Background: an optimization exercise with open tools, aiming at small area. Do not read the settings as production practice.
The RTL was checked by simulation tests, not by an equivalence proof against the original design.
No activity file was given, so power comes from the tool's default toggle rates.

--- design/flow/design.v ---
module le_core (
    input  wire        clk,
    input  wire        rst,
    input  wire        issue,
    input  wire        deliver,
    input  wire [2:0]  op,
    input  wire [31:0] a,
    input  wire [31:0] b,
    input  wire        gt,
    input  wire        eq,
    output wire        busy,
    output wire        done,
    output reg  [31:0] res
);
    localparam O_ADD = 3'd1, O_MUL = 3'd2, O_DIV = 3'd3, O_SELLT = 3'd4,
               O_SELGT = 3'd5, O_PASS = 3'd6;
    localparam C_IDLE = 4'd0, C_NIN = 4'd1, C_ALIGN = 4'd2, C_ADDS = 4'd3,
               C_MUL = 4'd4, C_DIV = 4'd5, C_MOVE = 4'd6, C_NORM = 4'd7,
               C_ROUND = 4'd8, C_DONE = 4'd9;
    localparam SP_NONE = 2'd0, SP_NAN = 2'd1, SP_INF = 2'd2, SP_ZERO = 2'd3;
    reg [3:0]  cs;
    reg [27:0] P, Q;
    reg [23:0] M;
    reg signed [9:0] E;
    reg [4:0]  cnt;
    reg        S, ZS, SUB, ST, RND, ISDIV;
    reg [1:0]  SPEC;
    assign busy = (cs != C_IDLE) && (cs != C_DONE);
    assign done = (cs == C_DONE);
    wire [7:0]  ea = a[30:23], eb = b[30:23];
    wire [22:0] fa = a[22:0],  fb = b[22:0];
    wire        sa = a[31],    sb = b[31];
    wire a_ez = (ea == 8'd0), b_ez = (eb == 8'd0);
    wire a_em = (ea == 8'hFF), b_em = (eb == 8'hFF);
    wire a_fz = (fa == 23'd0), b_fz = (fb == 23'd0);
    wire a_nan = a_em & ~a_fz, b_nan = b_em & ~b_fz;
    wire a_inf = a_em & a_fz,  b_inf = b_em & b_fz;
    wire a_zero = a_ez & a_fz, b_zero = b_ez & b_fz;
    wire a_sub = a_ez & ~a_fz, b_sub = b_ez & ~b_fz;
    wire [7:0]  ea1 = {ea[7:1], ea[0] | a_ez};
    wire [7:0]  eb1 = {eb[7:1], eb[0] | b_ez};
    wire [23:0] ma = {~a_ez, fa};
    wire [23:0] mb = {~b_ez, fb};
    wire nn = ~a_nan & ~b_nan & ~(a_zero & b_zero);
    wire ge = gt | eq;
    wire flt_ab = nn & ((sa != sb) ? sa : (sa ? gt : ~ge));
    wire flt_ba = nn & ((sa != sb) ? sb : (sa ? ~ge : gt));
    reg        selx;
    always @* begin
        case (op)
            O_ADD:   selx = ge;
            O_SELLT: selx = ~flt_ab;
            O_SELGT: selx = ~flt_ba;
            default: selx = 1'b1;
        endcase
    end
    wire [23:0] mx  = selx ? ma : mb;
    wire [23:0] mz  = selx ? mb : ma;
    wire [7:0]  ex1 = selx ? ea1 : eb1;
    wire [7:0]  ez1 = selx ? eb1 : ea1;
    wire        sx  = selx ? sa : sb;
    wire        x_nan = selx ? a_nan : b_nan;
    wire        x_inf = selx ? a_inf : b_inf;
    wire [7:0]  dexp = ex1 - ez1;
    wire [4:0]  dcap = (dexp > 8'd27) ? 5'd27 : dexp[4:0];
    reg  [27:0] yop;
    reg         yneg;
    always @* begin
        yop  = 28'd0;
        yneg = 1'b0;
        case (cs)
            C_MUL:   yop = Q[0] ? {1'b0, M, 3'b000} : 28'd0;
            C_DIV:   begin yop = {1'b0, M, 3'b000}; yneg = 1'b1; end
            C_ADDS:  begin yop = {Q[27:1], Q[0] | ST}; yneg = SUB; end
            C_ROUND: yop = {24'd0, P[2] & (P[1] | P[0] | ST | P[3]), 3'b000};
            default: ;
        endcase
    end
    wire [28:0] sum = {1'b0, P} + {1'b0, yop ^ {28{yneg}}} + {28'd0, yneg};
    wire        dge = sum[28];           
    wire pz = (P == 28'd0);
    always @(posedge clk) begin
        if (rst) begin
            cs <= C_IDLE;
        end else if (issue) begin
            ST  <= 1'b0;
            RND <= 1'b0;
            ISDIV <= (op == O_DIV);
            case (op)
                O_MUL: begin
                    P <= 28'd0;
                    Q <= {4'd0, mb};
                    M <= ma;
                    E <= $signed({2'b00, ea1}) + $signed({2'b00, eb1}) - 10'sd127;
                    S <= sa ^ sb;
                    ZS <= sa ^ sb;
                    SUB <= 1'b0;
                    cnt <= 5'd23;
                    if (a_nan | b_nan | (a_inf & b_zero) | (b_inf & a_zero)) SPEC <= SP_NAN;
                    else if (a_inf | b_inf) SPEC <= SP_INF;
                    else if (a_zero | b_zero | (a_sub & b_sub)) SPEC <= SP_ZERO;
                    else SPEC <= SP_NONE;
                    if (a_nan | b_nan | a_inf | b_inf | a_zero | b_zero | (a_sub & b_sub))
                        cs <= C_DONE;
                    else
                        cs <= C_NIN;
                end
                O_DIV: begin
                    P <= {1'b0, ma, 3'b000};
                    Q <= 28'd0;
                    M <= mb;
                    E <= $signed({2'b00, ea1}) - $signed({2'b00, eb1}) + 10'sd126;
                    S <= sa ^ sb;
                    ZS <= sa ^ sb;
                    SUB <= 1'b0;
                    cnt <= 5'd27;
                    if (a_nan | b_nan | (a_zero & b_zero) | (a_inf & b_inf)) SPEC <= SP_NAN;
                    else if (a_inf | b_zero) SPEC <= SP_INF;
                    else if (a_zero | b_inf) SPEC <= SP_ZERO;
                    else SPEC <= SP_NONE;
                    if (a_nan | b_nan | a_inf | b_inf | a_zero | b_zero)
                        cs <= C_DONE;
                    else
                        cs <= C_NIN;
                end
                default: begin   
                    P <= {1'b0, mx, 3'b000};
                    Q <= (op == O_ADD) ? {1'b0, mz, 3'b000} : 28'd0;
                    E <= $signed({2'b00, ex1});
                    S <= sx;
                    ZS <= (op == O_ADD) ? (sa & sb) : sx;
                    SUB <= (op == O_ADD) & (sa ^ sb);
                    cnt <= (op == O_ADD) ? dcap : 5'd0;
                    if (op == O_ADD) begin
                        if (a_nan | b_nan | (a_inf & b_inf & (sa ^ sb))) SPEC <= SP_NAN;
                        else if (a_inf | b_inf) SPEC <= SP_INF;
                        else SPEC <= SP_NONE;
                        cs <= (a_nan | b_nan | a_inf | b_inf) ? C_DONE : C_ALIGN;
                    end else begin
                        if (x_nan) SPEC <= SP_NAN;
                        else if (x_inf) SPEC <= SP_INF;
                        else SPEC <= SP_NONE;
                        cs <= (x_nan | x_inf) ? C_DONE : C_ALIGN;
                    end
                end
            endcase
        end else begin
            case (cs)
                C_NIN: begin
                    if (!M[23]) begin
                        M <= {M[22:0], 1'b0};
                        E <= ISDIV ? E + 10'sd1 : E - 10'sd1;
                    end else if (ISDIV ? !P[26] : !Q[23]) begin
                        if (ISDIV) P <= {P[26:0], 1'b0};
                        else       Q <= {Q[26:0], 1'b0};
                        E <= E - 10'sd1;
                    end else
                        cs <= ISDIV ? C_DIV : C_MUL;
                end
                C_ALIGN: begin
                    if (cnt == 5'd27) begin
                        ST  <= |Q;
                        Q   <= 28'd0;
                        cnt <= 5'd0;
                        cs  <= C_ADDS;
                    end else if (cnt != 5'd0) begin
                        ST  <= ST | Q[0];
                        Q   <= {1'b0, Q[27:1]};
                        cnt <= cnt - 5'd1;
                    end else
                        cs <= C_ADDS;
                end
                C_ADDS: begin
                    P  <= sum[27:0];
                    ST <= 1'b0;
                    Q  <= 28'd0;
                    cs <= C_NORM;
                end
                C_MUL: begin
                    Q <= {1'b0, Q[27:1]};
                    if (cnt != 5'd0) begin
                        P   <= {1'b0, sum[27:1]};
                        ST  <= ST | sum[0];
                        cnt <= cnt - 5'd1;
                    end else begin
                        P  <= sum[27:0];
                        cs <= C_NORM;
                    end
                end
                C_DIV: begin
                    P   <= {(dge ? sum[26:0] : P[26:0]), 1'b0};
                    Q   <= {Q[26:0], dge};
                    cnt <= cnt - 5'd1;
                    if (cnt == 5'd0) cs <= C_MOVE;
                end
                C_MOVE: begin
                    P  <= Q;
                    ST <= ~pz;
                    Q  <= 28'd0;
                    cs <= C_NORM;
                end
                C_NORM: begin
                    if (P[27]) begin
                        P  <= {1'b0, P[27:1]};
                        ST <= ST | P[0];
                        E  <= E + 10'sd1;
                    end else if (!P[26] && (E > 10'sd1) && !pz) begin
                        P  <= {P[26:0], 1'b0};
                        E  <= E - 10'sd1;
                    end else if ((E < 10'sd1) && !pz) begin
                        P  <= {1'b0, P[27:1]};
                        ST <= ST | P[0];
                        E  <= E + 10'sd1;
                    end else
                        cs <= RND ? C_DONE : C_ROUND;
                end
                C_ROUND: begin
                    P   <= sum[27:0];
                    RND <= 1'b1;
                    cs  <= C_NORM;
                end
                C_DONE: if (deliver) cs <= C_IDLE;
                default: cs <= C_IDLE;
            endcase
        end
    end
    always @* begin
        if (SPEC == SP_NAN)
            res = 32'h7FC00000;
        else if (SPEC == SP_INF)
            res = {S, 8'hFF, 23'd0};
        else if (SPEC == SP_ZERO)
            res = {S, 31'd0};
        else if (pz)
            res = {ZS, 31'd0};
        else if (E > 10'sd254)
            res = {S, 8'hFF, 23'd0};
        else
            res = {S, P[26] ? E[7:0] : 8'd0, P[25:3]};
    end
endmodule
module le_law (
    input  wire        clk,
    input  wire        rst,
    input  wire        cfg_we,
    input  wire [3:0]  cfg_addr,
    input  wire [31:0] cfg_wdata,
    input  wire        in_valid,
    output wire        in_ready,
    input  wire [31:0] in_y,
    input  wire [31:0] in_sp,
    input  wire [31:0] in_ff,
    output reg         out_valid,
    output reg         out_fail,
    output wire [31:0] out_us,
    output wire [31:0] out_r,
    output wire [31:0] out_e,
    output wire [31:0] out_u
);
    localparam W_KP = 0, W_KI = 1, W_KD = 2, W_TF = 3, W_KFF = 4, W_KAW = 5,
               W_UMIN = 6, W_UMAX = 7, W_RATE = 8, W_TS = 9, W_IINIT = 10,
               W_I = 11, W_D = 12, W_XP = 13, W_R = 14, W_T = 15,
               W_1 = 16, W_2 = 17, W_WR = 18, W_WE = 19, W_WDN = 20, W_WU = 21,
               W_WUS = 22;
    localparam NW = 23;
    localparam NCFG = 11;
    localparam O_NONE = 3'd0, O_ADD = 3'd1, O_MUL = 3'd2, O_DIV = 3'd3,
               O_SELLT = 3'd4, O_SELGT = 3'd5, O_PASS = 3'd6;
    reg  [3:0] ph;
    wire       last = (ph == 4'd15);
    reg        run;           
    reg  [5:0] slot;
    reg        rep;           
    reg        first, cond, rz, fail;
    reg        dsrc;
    reg  [1:0] ffsrc;
    reg  [NCFG-1:0] cvalid;   
    reg        cw0;           
    wire core_busy, core_done;
    wire [31:0] core_res;
    wire act = run & ~rep;    
    reg  [16*NW-1:0] wl, wh;       
    reg  [NW-1:0]    wen;
    reg  [NW-1:0]    dl, dh;
    wire [NW-1:0]    tl, th;       
    genvar gi;
    generate
        for (gi = 0; gi < NW; gi = gi + 1) begin : g_w
            assign tl[gi] = wl[16*gi];
            assign th[gi] = wh[16*gi];
            always @(posedge clk) begin
                wl[16*gi +: 16] <= {wen[gi] ? dl[gi] : tl[gi], wl[16*gi+1 +: 15]};
                wh[16*gi +: 16] <= {wen[gi] ? dh[gi] : th[gi], wh[16*gi+1 +: 15]};
            end
        end
    endgenerate
    function [1:0] rd(input integer k);
        if (k < NCFG)
            rd = {th[k] & cvalid[k], tl[k] & cvalid[k]};
        else
            rd = {th[k], tl[k]};
    endfunction
    wire [4:0] b0 = {ph, 1'b0};
    wire [4:0] b1 = {ph, 1'b1};
    wire [1:0] s_cfg = {cfg_wdata[b1], cfg_wdata[b0]};
    wire [1:0] s_y   = {in_y[b1],  in_y[b0]};
    wire [1:0] s_sp  = {in_sp[b1], in_sp[b0]};
    wire [1:0] s_ff  = {in_ff[b1], in_ff[b0]};
    reg  [15:0] xal, xah, xbl, xbh;
    wire [1:0]  s_acc = {xah[0], xal[0]};
    reg  [1:0]  bus_a, bus_b;
    reg         neg_a, neg_b;
    wire [1:0]  in_a = rep ? s_acc : {bus_a[1] ^ (neg_a & last), bus_a[0]};
    wire [1:0]  in_b = rep ? {xbh[0], xbl[0]} : {bus_b[1] ^ (neg_b & last), bus_b[0]};
    wire [15:0] nal = {in_a[0], xal[15:1]}, nah = {in_a[1], xah[15:1]};
    wire [15:0] nbl = {in_b[0], xbl[15:1]}, nbh = {in_b[1], xbh[15:1]};
    reg  [31:0] a_next, b_next;
    integer     i;
    always @* begin
        for (i = 0; i < 16; i = i + 1) begin
            a_next[2*i] = nal[i]; a_next[2*i+1] = nah[i];
            b_next[2*i] = nbl[i]; b_next[2*i+1] = nbh[i];
        end
    end
    reg  cgt, ceq;
    wire [1:0] ma2 = {in_a[1] & ~last, in_a[0]};
    wire [1:0] mb2 = {in_b[1] & ~last, in_b[0]};
    wire       pgt = (ph == 4'd0) ? 1'b0 : cgt;
    wire       peq = (ph == 4'd0) ? 1'b1 : ceq;
    wire       ngt = (ma2 != mb2) ? (ma2 > mb2) : pgt;
    wire       neq = peq & (ma2 == mb2);
    reg  spd;
    wire nspd = ((ph == 4'd0) ? 1'b0 : spd) | (s_sp != rd(W_T));
    wire [1:0] s_tp  = cond ? s_sp : rd(W_T);
    wire [1:0] s_r0  = cond ? s_y  : rd(W_R);
    wire [1:0] s_ip  = first ? rd(W_IINIT) : rd(W_I);
    wire [1:0] s_dp  = first ? 2'b00 : rd(W_D);
    wire [1:0] s_ny  = {s_y[1] ^ last, s_y[0]};
    wire [1:0] s_ffv = (ffsrc == 2'd1) ? s_ff : (ffsrc == 2'd2) ? rd(W_WR) : 2'b00;
    reg  [2:0] op;
    reg        chk;
    reg  [4:0] cap;       
    localparam CAP_NONE = 5'd31;
    always @* begin
        bus_a = 2'b00; bus_b = 2'b00; neg_a = 1'b0; neg_b = 1'b0;
        op = O_NONE; chk = 1'b0; cap = CAP_NONE;
        case (slot)
            6'd0:  begin bus_a = rd(W_RATE); bus_b = rd(W_TS); op = O_MUL; end      
            6'd1:  begin bus_a = rd(W_TF);   bus_b = rd(W_TS); op = O_ADD; end      
            6'd2:  begin bus_a = s_tp; bus_b = s_r0; neg_b = 1'b1; op = O_ADD;      
                         cap = W_1; end                                             
            6'd3:  begin bus_a = rd(W_TF); bus_b = s_acc; op = O_DIV;               
                         cap = W_2; end                                             
            6'd4:  begin bus_a = s_acc; bus_b = rd(W_1); neg_b = 1'b1; op = O_SELLT; end  
            6'd5:  begin bus_a = rd(W_KD); bus_b = rd(W_2); op = O_DIV;             
                         cap = W_2; end                                             
            6'd6:  begin bus_a = s_acc; bus_b = rd(W_1); op = O_SELGT; end          
            6'd7:  begin bus_a = rd(W_2); bus_b = s_dp; op = O_MUL;                 
                         cap = W_1; end                                             
            6'd8:  begin bus_a = rz ? s_tp : s_r0; bus_b = s_acc;                   
                         op = rz ? O_PASS : O_ADD; chk = 1'b1; end
            6'd9:  begin cap = W_2; end                                             
            6'd10: begin bus_a = s_acc; bus_b = s_y; neg_b = 1'b1; op = O_ADD;      
                         chk = 1'b1; cap = W_WR; end                                
            6'd11: begin bus_a = rd(W_KFF); bus_b = s_ffv; op = O_MUL; end          
            6'd12: begin bus_a = dsrc ? s_acc : s_ny;                               
                         bus_b = first ? (dsrc ? s_acc : s_ny) : rd(W_XP);
                         neg_b = 1'b1; op = O_ADD; cap = W_WE; end                  
            6'd13: begin bus_a = rd(W_KP); bus_b = rd(W_WE); op = O_MUL;            
                         cap = W_WUS; end                                           
            6'd14: begin bus_a = rd(W_1); bus_b = s_acc; op = O_MUL; end            
            6'd15: begin bus_a = s_acc; bus_b = s_ip; op = O_ADD; end               
            6'd16: begin bus_a = rd(W_2); bus_b = s_acc; op = O_ADD; end            
            6'd17: begin bus_a = rd(W_KI); bus_b = rd(W_TS); op = O_MUL;            
                         cap = W_1; end                                             
            6'd18: begin bus_a = rd(W_1); bus_b = s_acc; op = O_ADD;                
                         cap = W_WDN; end                                           
            6'd19: begin bus_a = s_acc; bus_b = rd(W_WE); op = O_MUL; end           
            6'd20: begin bus_a = s_acc; bus_b = rd(W_WUS); op = O_ADD; chk = 1'b1; end  
            6'd21: begin bus_a = s_ip; bus_b = s_acc; op = O_ADD; end               
            6'd22: begin bus_a = s_acc; bus_b = rd(W_UMIN); op = O_SELLT;           
                         cap = W_WU; end                                            
            6'd23: begin bus_a = rd(W_KAW); bus_b = rd(W_TS); op = O_MUL;           
                         cap = W_1; end                                             
            6'd24: begin bus_a = s_acc; bus_b = rd(W_UMAX); op = O_SELGT; chk = 1'b1; end  
            6'd25: begin cap = W_2; end                                             
            6'd26: begin bus_a = s_acc; bus_b = rd(W_WU); neg_b = 1'b1; op = O_ADD;  
                         cap = W_WUS; end                                           
            6'd28: begin bus_a = rd(W_2); bus_b = s_acc; op = O_MUL; end            
            6'd30: begin bus_a = rd(W_1); bus_b = s_acc; op = O_ADD; end            
            default: ;
        endcase
    end
    wire commit_s = act & (slot == 6'd26) & ~fail;    
    wire commit_i = act & (slot == 6'd32) & ~fail;    
    wire [1:0] s_x = dsrc ? rd(W_WE) : s_ny;
    wire cfg_wr = ~run & cfg_we;
    wire take_cfg = cfg_wr & cw0 & last;
    wire take_smp = act & (slot == 6'd26) & last;
    assign in_ready = take_cfg | take_smp;
    integer k;
    always @* begin
        wen = {NW{1'b0}};
        dl  = {NW{1'b0}};
        dh  = {NW{1'b0}};
        for (k = 0; k < NCFG; k = k + 1) begin
            wen[k] = cfg_wr & (cfg_addr == k);
            dl[k] = s_cfg[0]; dh[k] = s_cfg[1];
        end
        wen[W_I]  = commit_i;           dl[W_I]  = s_acc[0];    dh[W_I]  = s_acc[1];
        wen[W_D]  = commit_s;           dl[W_D]  = tl[W_WDN];   dh[W_D]  = th[W_WDN];
        wen[W_XP] = commit_s;           dl[W_XP] = s_x[0];      dh[W_XP] = s_x[1];
        wen[W_R]  = commit_s;           dl[W_R]  = tl[W_WR];    dh[W_R]  = th[W_WR];
        wen[W_T]  = commit_s & cond;    dl[W_T]  = s_sp[0];     dh[W_T]  = s_sp[1];
        for (k = W_1; k < NW; k = k + 1) begin
            wen[k] = act & (cap == k);
            dl[k] = s_acc[0]; dh[k] = s_acc[1];
        end
    end
    wire bnd   = last & run;
    wire adv   = bnd & ~core_busy;
    wire issue = adv & (op != O_NONE);
    reg  ck;     
    le_core u_core (.clk(clk), .rst(rst), .issue(issue), .deliver(adv), .op(op),
                    .a(a_next), .b(b_next), .gt(ngt), .eq(neq),
                    .busy(core_busy), .done(core_done), .res(core_res));
    wire pnan_y  = (in_y[30:23] == 8'hFF) && (in_y[22:0] != 0);
    wire pnan_sp = (in_sp[30:23] == 8'hFF) && (in_sp[22:0] != 0);
    wire pnan_ff = (in_ff[30:23] == 8'hFF) && (in_ff[22:0] != 0);
    wire pnan = pnan_y | pnan_sp | ((ffsrc == 2'd1) & pnan_ff);
    integer j;
    always @(posedge clk) begin
        if (adv & core_done) begin
            for (j = 0; j < 16; j = j + 1) begin
                xal[j] <= core_res[2*j];
                xah[j] <= core_res[2*j+1];
            end
        end else begin
            xal <= nal; xah <= nah;
        end
        xbl <= nbl; xbh <= nbh;
        cgt <= ngt; ceq <= neq;
        spd <= nspd;
        out_valid <= 1'b0;
        if (rst) begin
            ph <= 4'd0;
            run <= 1'b0;
            slot <= 6'd0;
            rep <= 1'b0;
            first <= 1'b1;
            fail <= 1'b0;
            cvalid <= {NCFG{1'b0}};
            dsrc <= 1'b0;
            ffsrc <= 2'd0;
            cw0 <= 1'b0;
            out_fail <= 1'b0;
        end else begin
            ph <= ph + 4'd1;
            if (ph == 4'd0) cw0 <= cfg_wr;
            if (take_cfg) begin
                if (cfg_addr < NCFG) cvalid[cfg_addr] <= 1'b1;
                if (cfg_addr == 4'd11) begin dsrc <= cfg_wdata[0]; ffsrc <= cfg_wdata[2:1]; end
                if (cfg_addr == 4'd12) first <= 1'b1;
            end
            if (~run) begin
                if (last & in_valid) begin
                    run  <= 1'b1;
                    slot <= 6'd0;
                    rep  <= 1'b0;
                    fail <= 1'b0;
                end
            end else if (last) begin
                if (core_busy) begin
                    rep <= 1'b1;
                end else begin
                    rep <= 1'b0;
                    if (core_done & ck & (&core_res[30:23])) fail <= 1'b1;
                    if (slot <= 6'd25 && pnan) fail <= 1'b1;
                    if (issue) ck <= chk;
                    if (slot == 6'd0) begin
                        cond <= first | nspd;
                        rz <= (a_next[30:0] == 31'd0);
                    end
                    if (slot == 6'd32) begin
                        run <= 1'b0;
                        out_valid <= 1'b1;
                        out_fail <= fail;
                        if (~fail) first <= 1'b0;
                    end else
                        slot <= slot + 6'd1;
                end
            end
        end
    end
    genvar go;
    generate
        for (go = 0; go < 16; go = go + 1) begin : g_o
            assign out_us[2*go] = wl[16*W_WUS + go]; assign out_us[2*go+1] = wh[16*W_WUS + go];
            assign out_r[2*go]  = wl[16*W_R + go];   assign out_r[2*go+1]  = wh[16*W_R + go];
            assign out_e[2*go]  = wl[16*W_WE + go];  assign out_e[2*go+1]  = wh[16*W_WE + go];
            assign out_u[2*go]  = wl[16*W_WU + go];  assign out_u[2*go+1]  = wh[16*W_WU + go];
        end
    endgenerate
endmodule
--- design/flow/constraint.sdc ---
create_clock -name core_clock -period 20.0 [get_ports {clk}]
set_input_delay 4.0000 -clock core_clock [delete_from_list [all_inputs] [get_ports {clk}]]
set_output_delay 4.0000 -clock core_clock [all_outputs]
set_load 0.01 [all_outputs]
--- design/flow/run.sh ---
#!/bin/bash
# synth_recipe.tcl (not shown) runs the flow's synth.tcl, then flattens the netlist and writes it again
# the make line also repeats each setting of config.mk as NAME=value (left out here)
make -C /OpenROAD-flow-scripts/flow DESIGN_CONFIG=/design/flow/config.mk WORK_HOME=/design/flow/orfs CLKGATE_MAP_FILE= SYNTH_SCRIPT=/design/flow/synth_recipe.tcl finish
--- design/flow/config.mk ---
export PLATFORM = sky130hd
export DESIGN_NAME = le_law
export DESIGN_NICKNAME = le_law
export VERILOG_FILES = /design/flow/design.v
export SDC_FILE = /design/flow/constraint.sdc
export NUM_CORES = 4
export LEC_CHECK = 0
export ABC_CLOCK_PERIOD_IN_PS = 16000
export CAP_MARGIN = 20
export CORE_MARGIN = 2
export CORE_UTILIZATION = 25
export SLEW_MARGIN = 20
==> results.sh, run 1 <==
export IMPL_synth_area_leaders="dfxtp_1 (48%), edfxtp_1 (9.1%), mux2i_1 (3.5%)"
export IMPL_worst_pin_slew_ns=1.14
export IMPL_crit_family="buffers and inverters"
export IMPL_critical_path_max_stage_delay_ns=0.71
export IMPL_grt_first_pass_wirelength_um=149000
export IMPL_hold_buffers=0
export IMPL_clock_sinks=944
export IMPL_yosys_area_top_type="dfxtp_1"
export IMPL_synthMuxAreaShare_pct=6.83
export IMPL_drtIter0Drc=2265
export IMPL_yosys_area_share_simple_pct=12.0
export IMPL_cts_buffers_inserted=92
export IMPL_power_share_clock_pct=39.3
export IMPL_slew_violations=0
export IMPL_combPwrFrac_pct=16.3
export IMPL_power_internal_w=0.00343
export IMPL_switching_power_w=0.00134
export IMPL_cts_max_level=3
export IMPL_ant_nets=0
export IMPL_crit_fanout=10
export IMPL_end_kind="primary output"
export IMPL_routed_wl_um=98700
export IMPL_root_buffer="clkbuf_16"
export IMPL_ys_warnings_count=2
export IMPL_p_total_w=0.00477
export IMPL_numPortBuffers=266
export IMPL_status="finished clean"
export IMPL_cts_repair_resized=0
export IMPL_grt_use_total_pct=13.5
export IMPL_fin_util_pct=30.3
export IMPL_place_ws_ns=8.64
export IMPL_relSlewSlack_pct=24.0
export IMPL_clk_pin_slew_ns=0.06
export IMPL_antenna_found_initial=3
export IMPL_path_common_cell="clkdlybuf4s50_1"
export IMPL_power_frac_seq_pct=44.4
export IMPL_rows=137
export IMPL_place_area_um2=38600
export IMPL_ir_drop_mv=0.106
export IMPL_syn_num_nets=3402
export IMPL_setup_viol=0
export IMPL_synth_compound_area_share_pct=13.5
export IMPL_fin_ws_ns=9.24
export IMPL_drc=0
export IMPL_io_pins=267
export IMPL_finalCritPeriodShare_pct=53.8
export IMPL_power_leakage_nw=15.1
export IMPL_die_h_um=377
export IMPL_grt_pass1_vias=24217
export IMPL_vias=24906
export IMPL_routedWlPerCell_um=18.8
export IMPL_num_antenna_cells=0
export IMPL_grt_max_degree=80
export IMPL_dp_hpwl_um=69100
export IMPL_cts_setup_buffers=0
export IMPL_avgSynthCellArea_um2=10.9
export IMPL_yosysSeqAreaShare_pct=57.2
export IMPL_synth_commonest_cells="dfxtp_1 (838), nand2_1 (215), a21oi_1 (194)"
export IMPL_finalCriticalPeriod_ns=10.76
export IMPL_cp_arrival_ns=6.76
export IMPL_synth_top_family_by_area="compound AO/OA/AOI/OAI gates"
export IMPL_gp_congestion=0.914
export IMPL_p_per_area_nw_per_um2=113
export IMPL_syn_cell_area_um2=34900
export IMPL_fin_worst_skew_ns=0.0985
export IMPL_area_growth_pct=20.6
export IMPL_first_pass_iters=7
export IMPL_yosysUniqueCellTypes=92
export IMPL_fin_nets=3509
export IMPL_cts_max_path_buffers=3
export IMPL_cts_tree="yes"
export IMPL_fmax_mhz=92.9
export IMPL_hold_class="reg2reg"
export IMPL_highest_layer="met5"
export IMPL_dr_wl_met2_um=44800
export IMPL_grt_setup_unrepaired="false"
export IMPL_synth_edf_count=106
export IMPL_m1WireLength_um=44300
export IMPL_synth_cells=3195
export IMPL_swShare_pct=28.1
export IMPL_drt_vias_per_instance=4.74
export IMPL_hold_viol_final=0
export IMPL_core_um2=139000
export IMPL_cp_required_ns=16.00
export IMPL_drive_gt1_share_pct=9.74
export IMPL_yosys_cell_count_top_type="dfxtp_1"
export IMPL_critical_path_buf_inv_count=2
export IMPL_criticalPathCategory="in2out"
export IMPL_final_cell_area_um2=42100
export IMPL_synth_seq_cells=944
export IMPL_wl_met3_um=6330
export IMPL_start_kind="primary input"
export IMPL_crit_slowest_cell="nor2b_1"
export IMPL_crit_path_cell_trace="clkdlybuf4s50_1, nor2b_1, nand3_1, o31ai_1, clkdlybuf4s50_1"
export IMPL_start_util_pct=25.1
export IMPL_tns_ns=0
export IMPL_synth_xor_area_share_pct=2.39
export IMPL_insertion_delay_ns=0.71
export IMPL_die_width_um=377
export IMPL_cap_violations=0
export IMPL_async_flop_share_pct=0
export IMPL_die_area_um2=142000
export IMPL_netlist_area_leader_share_pct=48.1
export IMPL_synthFlopType="dfxtp_1"
export IMPL_overflow=0
export IMPL_synth_adder_area_share_pct=2.61
[power groups by stage]
stage | combinational [W] | clock, W | sequential, W
after detailed placement | 0.000760 | 0 | 0.00215
after global placement | 0.000750 | 0 | 0.00215
final | 0.000780 | 0.00187 | 0.00212
after global routing | 0.000854 | 0.00199 | 0.00212
after CTS | 0.000766 | 0.00192 | 0.00211
after floorplan | 0.000563 | 0 | 0.00211
[cell type report]
cell class              count  area [um2]
repair buffers            304        2940
clock buffers             120        2640
inverters                  67         251
well taps                1876        2350
clock inverters            51         769
flip-flops and latches    944       20000
fillers                 14155       97000
multi-input cells        1893       13100
[logic make-up after synthesis]
| group | count (synthesis) |
|---|---|
| simple gates | 827 |
| compound gates | 700 |
| flops | 944 |
| buf+inv | 358 |
| fa+ha+maj | 71 |
| xor+xnor | 95 |
| mux | 200 |
[sequential cells by signal, indices dropped and copies added, names as in the netlist, 4 cells and up]
name,count
wh,368
slot,6
u_core.E,10
wl,368
u_core.M,24
xah,16
xbl,16
cvalid,11
xal,16
u_core.cnt,5
u_core.cs,4
ph,4
u_core.P,28
u_core.Q,28
xbh,16
[routing by layer]
metal	track usage (%)	up-vias
li1	-	11679
met1	18.1	12043
met2	21.4	984
met3	2.42	198
met4	5.24	2
met5	0	-
[worst paths after layout]
check	endpoint	cells past startpoint	slack, ns	startpoint
setup reg to reg	u_core.cnt[0]	30	11.93	slot[0]
hold / removal	wh[203]	0	0.27	wh[204]
hold reg to reg	wh[203]	0	0.27	wh[204]
setup / recovery	in_ready	5	9.24	cfg_we
[through the flow]
step,hold slack [ns],cells
6_report,0.267,5255
3_3_place_gp,0.310,5084
3_5_place_dp,0.312,5084
5_1_grt,0.280,5255
2_1_floorplan,0.310,3195
4_1_cts,0.274,5255
[cell usage in the layout, fill, tap and decap left out, drive strengths merged, types with 27 or more instances in the layout]
cell type	instances
ha	68
a21oi	194
clkinv	35
buf	39
nor2	191
a221oi	32
nand3b	32
o211ai	32
edfxtp	106
nand2b	34
clkdlybuf4s50	265
nand2	215
dfxtp	838
mux2i	121
o21ai	147
a22oi	37
mux2	54
inv	71
a22o	27
nand3	62
nand4	36
nor3	60
nor4	62
nor2b	33
clkbuf	120
xnor2	73
==> run 2: changes to the inputs <==
--- a/design/flow/config.mk
+++ b/design/flow/config.mk
@@ -10,3 +10,5 @@
 export CORE_MARGIN = 2
-export CORE_UTILIZATION = 25
+export CORE_UTILIZATION = 50
+export CTS_BUF_LIST = sky130_fd_sc_hd__clkbuf_4
+export CTS_CLUSTER_SIZE = 30
 export SLEW_MARGIN = 20
==> run 2 against run 1 <==
Global-route usage up 15 points. Setup slack better by 0.21 ns. Critical path depth up 25. Clock power down 14%. Hold slack better by 0.029 ns. Largest power group unchanged. Routed wire length up 2.8%. Core utilization up 29 points. Non-clock buffer count up 5. Critical path type is now in2reg. Highest routed layer unchanged. Still clean on timing, DRC and antenna. Design area down 3.5%.
==> results.sh, run 2 <==
export IMPL_cts_buffers_inserted=224
export IMPL_area_growth_pct=16.3
export IMPL_die_width_um=268
export IMPL_cts_repair_resized=0
export IMPL_endpoint="u_core.cnt[0]"
export IMPL_synth_commonest_cells="dfxtp_1 (838), nand2_1 (215), a21oi_1 (194)"
export IMPL_cts_setup_buffers=0
export IMPL_grt_setup_unrepaired="false"
export IMPL_antenna_found_initial=4
export IMPL_rows=96
export IMPL_avgSynthCellArea_um2=10.9
export IMPL_reg_top3="wh x368, wl x368"
export IMPL_gp_congestion=0.955
export IMPL_tns_ns=0
export IMPL_crit_slowest_cell="or4_1"
export IMPL_grt_max_degree=80
export IMPL_routedWlPerCell_um=22.3
export IMPL_routed_wl_um=101000
export IMPL_fillers=5825
export IMPL_relSlewSlack_pct=17.8
export IMPL_cp_required_ns=20.74
export IMPL_synth_area_leaders="dfxtp_1 (48%), edfxtp_1 (9.1%), mux2i_1 (3.5%)"
export IMPL_end_kind="flop"
export IMPL_insertion_delay_ns=1.09
export IMPL_reg2reg_slack_ns=11.79
export IMPL_layout_common_cells="dfxtp_1 (837), clkbuf_4 (341), clkdlybuf4s50_1 (265)"
export IMPL_async_flop_share_pct=0
export IMPL_grt_first_pass_wirelength_um=154000
export IMPL_first_pass_iters=10
export IMPL_hold_viol_final=0
export IMPL_ir_drop_mv=0.0711
export IMPL_numPortBuffers=266
export IMPL_drive_gt1_share_pct=14.9
export IMPL_yosysUniqueCellTypes=92
export IMPL_finalCriticalPeriod_ns=10.55
export IMPL_fmax_mhz=94.7
export IMPL_dp_hpwl_um=71300
export IMPL_netlist_area_leader_share_pct=48.1
export IMPL_grt_use_total_pct=28.2
export IMPL_reg2reg_from="slot[0]"
export IMPL_cts_max_path_buffers=3
export IMPL_worstReg2RegEnd="u_core.cnt[0]"
export IMPL_root_buffer="clkbuf_4"
export IMPL_finalCritPeriodShare_pct=52.8
export IMPL_crit_start="in_y[28]"
export IMPL_start_util_pct=50.7
export IMPL_syn_cell_area_um2=34900
export IMPL_io_pins=267
export IMPL_ff_latch_area_um2=20000
export IMPL_slew_violations=0
export IMPL_cp_arrival_ns=11.30
export IMPL_die_h_um=268
export IMPL_ff2ff_path_depth=31
export IMPL_yosys_area_top_type="dfxtp_1"
export IMPL_final_common_cell="dfxtp_1"
export IMPL_cts_max_level=4
export IMPL_worst_pin_slew_ns=1.23
export IMPL_status="finished clean"
export IMPL_setup_viol=0
export IMPL_multi_input_area_um2=13100
export IMPL_drt_vias_per_instance=5.70
export IMPL_cap_violations=0
export IMPL_vias=25992
export IMPL_hold_class="reg2reg"
export IMPL_yosysSeqAreaShare_pct=57.2
export IMPL_drc=0
export IMPL_overflow=0
export IMPL_fin_worst_skew_ns=0.0887
export IMPL_clk_pin_slew_ns=0.07
export IMPL_yosys_cell_count_top_type="dfxtp_1"
export IMPL_synthFlopType="dfxtp_1"
export IMPL_synth_seq_cells=944
export IMPL_criticalPathCategory="in2reg"
export IMPL_ys_warnings_count=2
export IMPL_hold_buffers=0
export IMPL_grt_pass1_vias=26064
export IMPL_ant_nets=0
export IMPL_clock_sinks=944
export IMPL_p_per_area_nw_per_um2=111
export IMPL_synth_cells=3195
export IMPL_crit_fanout=43
export IMPL_drtIter0Drc=2255
export IMPL_fin_nets=3646
export IMPL_core_um2=68800
export IMPL_start_kind="primary input"
export IMPL_synth_edf_count=106
export IMPL_cts_tree="yes"
export IMPL_hold_slack_ns=0.296
export IMPL_die_area_um2=71900
export IMPL_critical_path_max_stage_delay_ns=0.59
export IMPL_syn_num_nets=3402
export IMPL_power_leakage_nw=15.3
run 2: cell counts after synthesis:
No cell type changed its count.
run 2: area by class of cell:
type,count,share of cell area [%]
timing repair buffer,309,7.35
multi-input combinational,1893,32.4
tap,931,2.87
antenna,6,0.0370
clock inverter,68,1.23
sequential,944,49.2
inverter,67,0.620
clock buffer,341,6.31
run 2: how the worst min path moves through the flow:
stage                        from       to  slack, ns  depth (start not counted)
after global routing      wl[269]  wl[268]       0.28                          0
after CTS                 wl[251]  wl[250]       0.27                          0
final                      wl[98]   wl[97]       0.30                          0
after floorplan             wh[1]    wh[0]       0.31                          0
after detailed placement  wh[209]  wh[208]       0.31                          0
after global placement    wl[152]  wl[151]       0.31                          0
run 2: through the flow:
| stage | setup slack (ns) | cell area, um2 | power [W] | util [%] | instances |
|---|---|---|---|---|---|
| finish | 9.45 | 40600 | 0.00452 | 58.9 | 4559 |
| global route | 9.00 | 40600 | 0.00474 | 58.9 | 4559 |
| CTS | 9.65 | 40500 | 0.00455 | 58.9 | 4553 |
| detailed placement | 8.52 | 37500 | 0.00293 | 54.5 | 4144 |
| global placement | 8.64 | 37500 | 0.00292 | 54.5 | 4144 |
| floorplan | 9.66 | 34900 | 0.00267 | - | 3195 |
run 2: critical path: cells and delay by family:
family | cells | cell delay (ns)
multiplexers | 1 | 0.48
buffers and inverters | 3 | 0.99
AND/OR/NAND/NOR | 11 | 2.48
AO/OA/AOI/OAI | 12 | 2.43
adder cells (fa/ha/maj) | 3 | 0.89
run 2: cells by family (layout without fill, tap and decap cells):
family	Yosys count	after routing	synth area share (%)
AO/OA/AOI/OAI	700	700	13.5
flip-flops	944	944	57.2
buffers and inverters	358	785	5.43
adder cells (fa/ha/maj)	71	71	2.61
AND/OR/NAND/NOR	827	827	12.0
multiplexers	200	200	6.83
other	0	6	0
XOR/XNOR	95	95	2.39
run 2: per-layer routing:
layer | up-vias | GRT usage [%] | share of wire [%]
met2 | 1099 | 46.7 | 48
met1 | 12523 | 34.7 | 41
li1 | 12098 | - | -
met3 | 270 | 6.05 | 6.2
met4 | 2 | 14.3 | 4.5
met5 | - | 0 | 0.013
run 2: report_power, final:
group / leakage [nW] / switching, W / internal (W)
registers: 7.75 / 0.0000933 / 0.00202
clock network: 1.81 / 0.000769 / 0.000835
logic: 5.70 / 0.000487 / 0.000313
total: 15.3 / 0.00135 / 0.00317

re-timing with driven ports:
How much do the figures lean on ideal ports? The routed layouts below were timed once more, with nothing changed but the port constraints.
Step 1, drivers: a clkbuf_16 drives clk and a buf_2 each remaining input, both assumed.
Step 2 moves the port delays by t, midway between the first and last clock arrival at a register: inputs arrive t later, outputs are due t later. That takes back most of the time a late clock gives input paths.
a / b / c = ideal / step 1 / step 2; a / b = the first two.
run	t, ns	slack for setup (ns)	worst setup path at the end	slew at the worst register clock pin (ns)	pins driven straight from the clock port
run 1	0.719	9.240 / 9.213 / 8.542	input to register	0.07 / 0.07	1
run 2	1.104	9.446 / 9.483 / 8.379	input to register	0.08 / 0.08	1
After both steps every run listed still meets setup and hold. For run 2, which loses most, drivers alone change the setup slack by +0.037 ns; drivers and shift together by -1.067 ns.
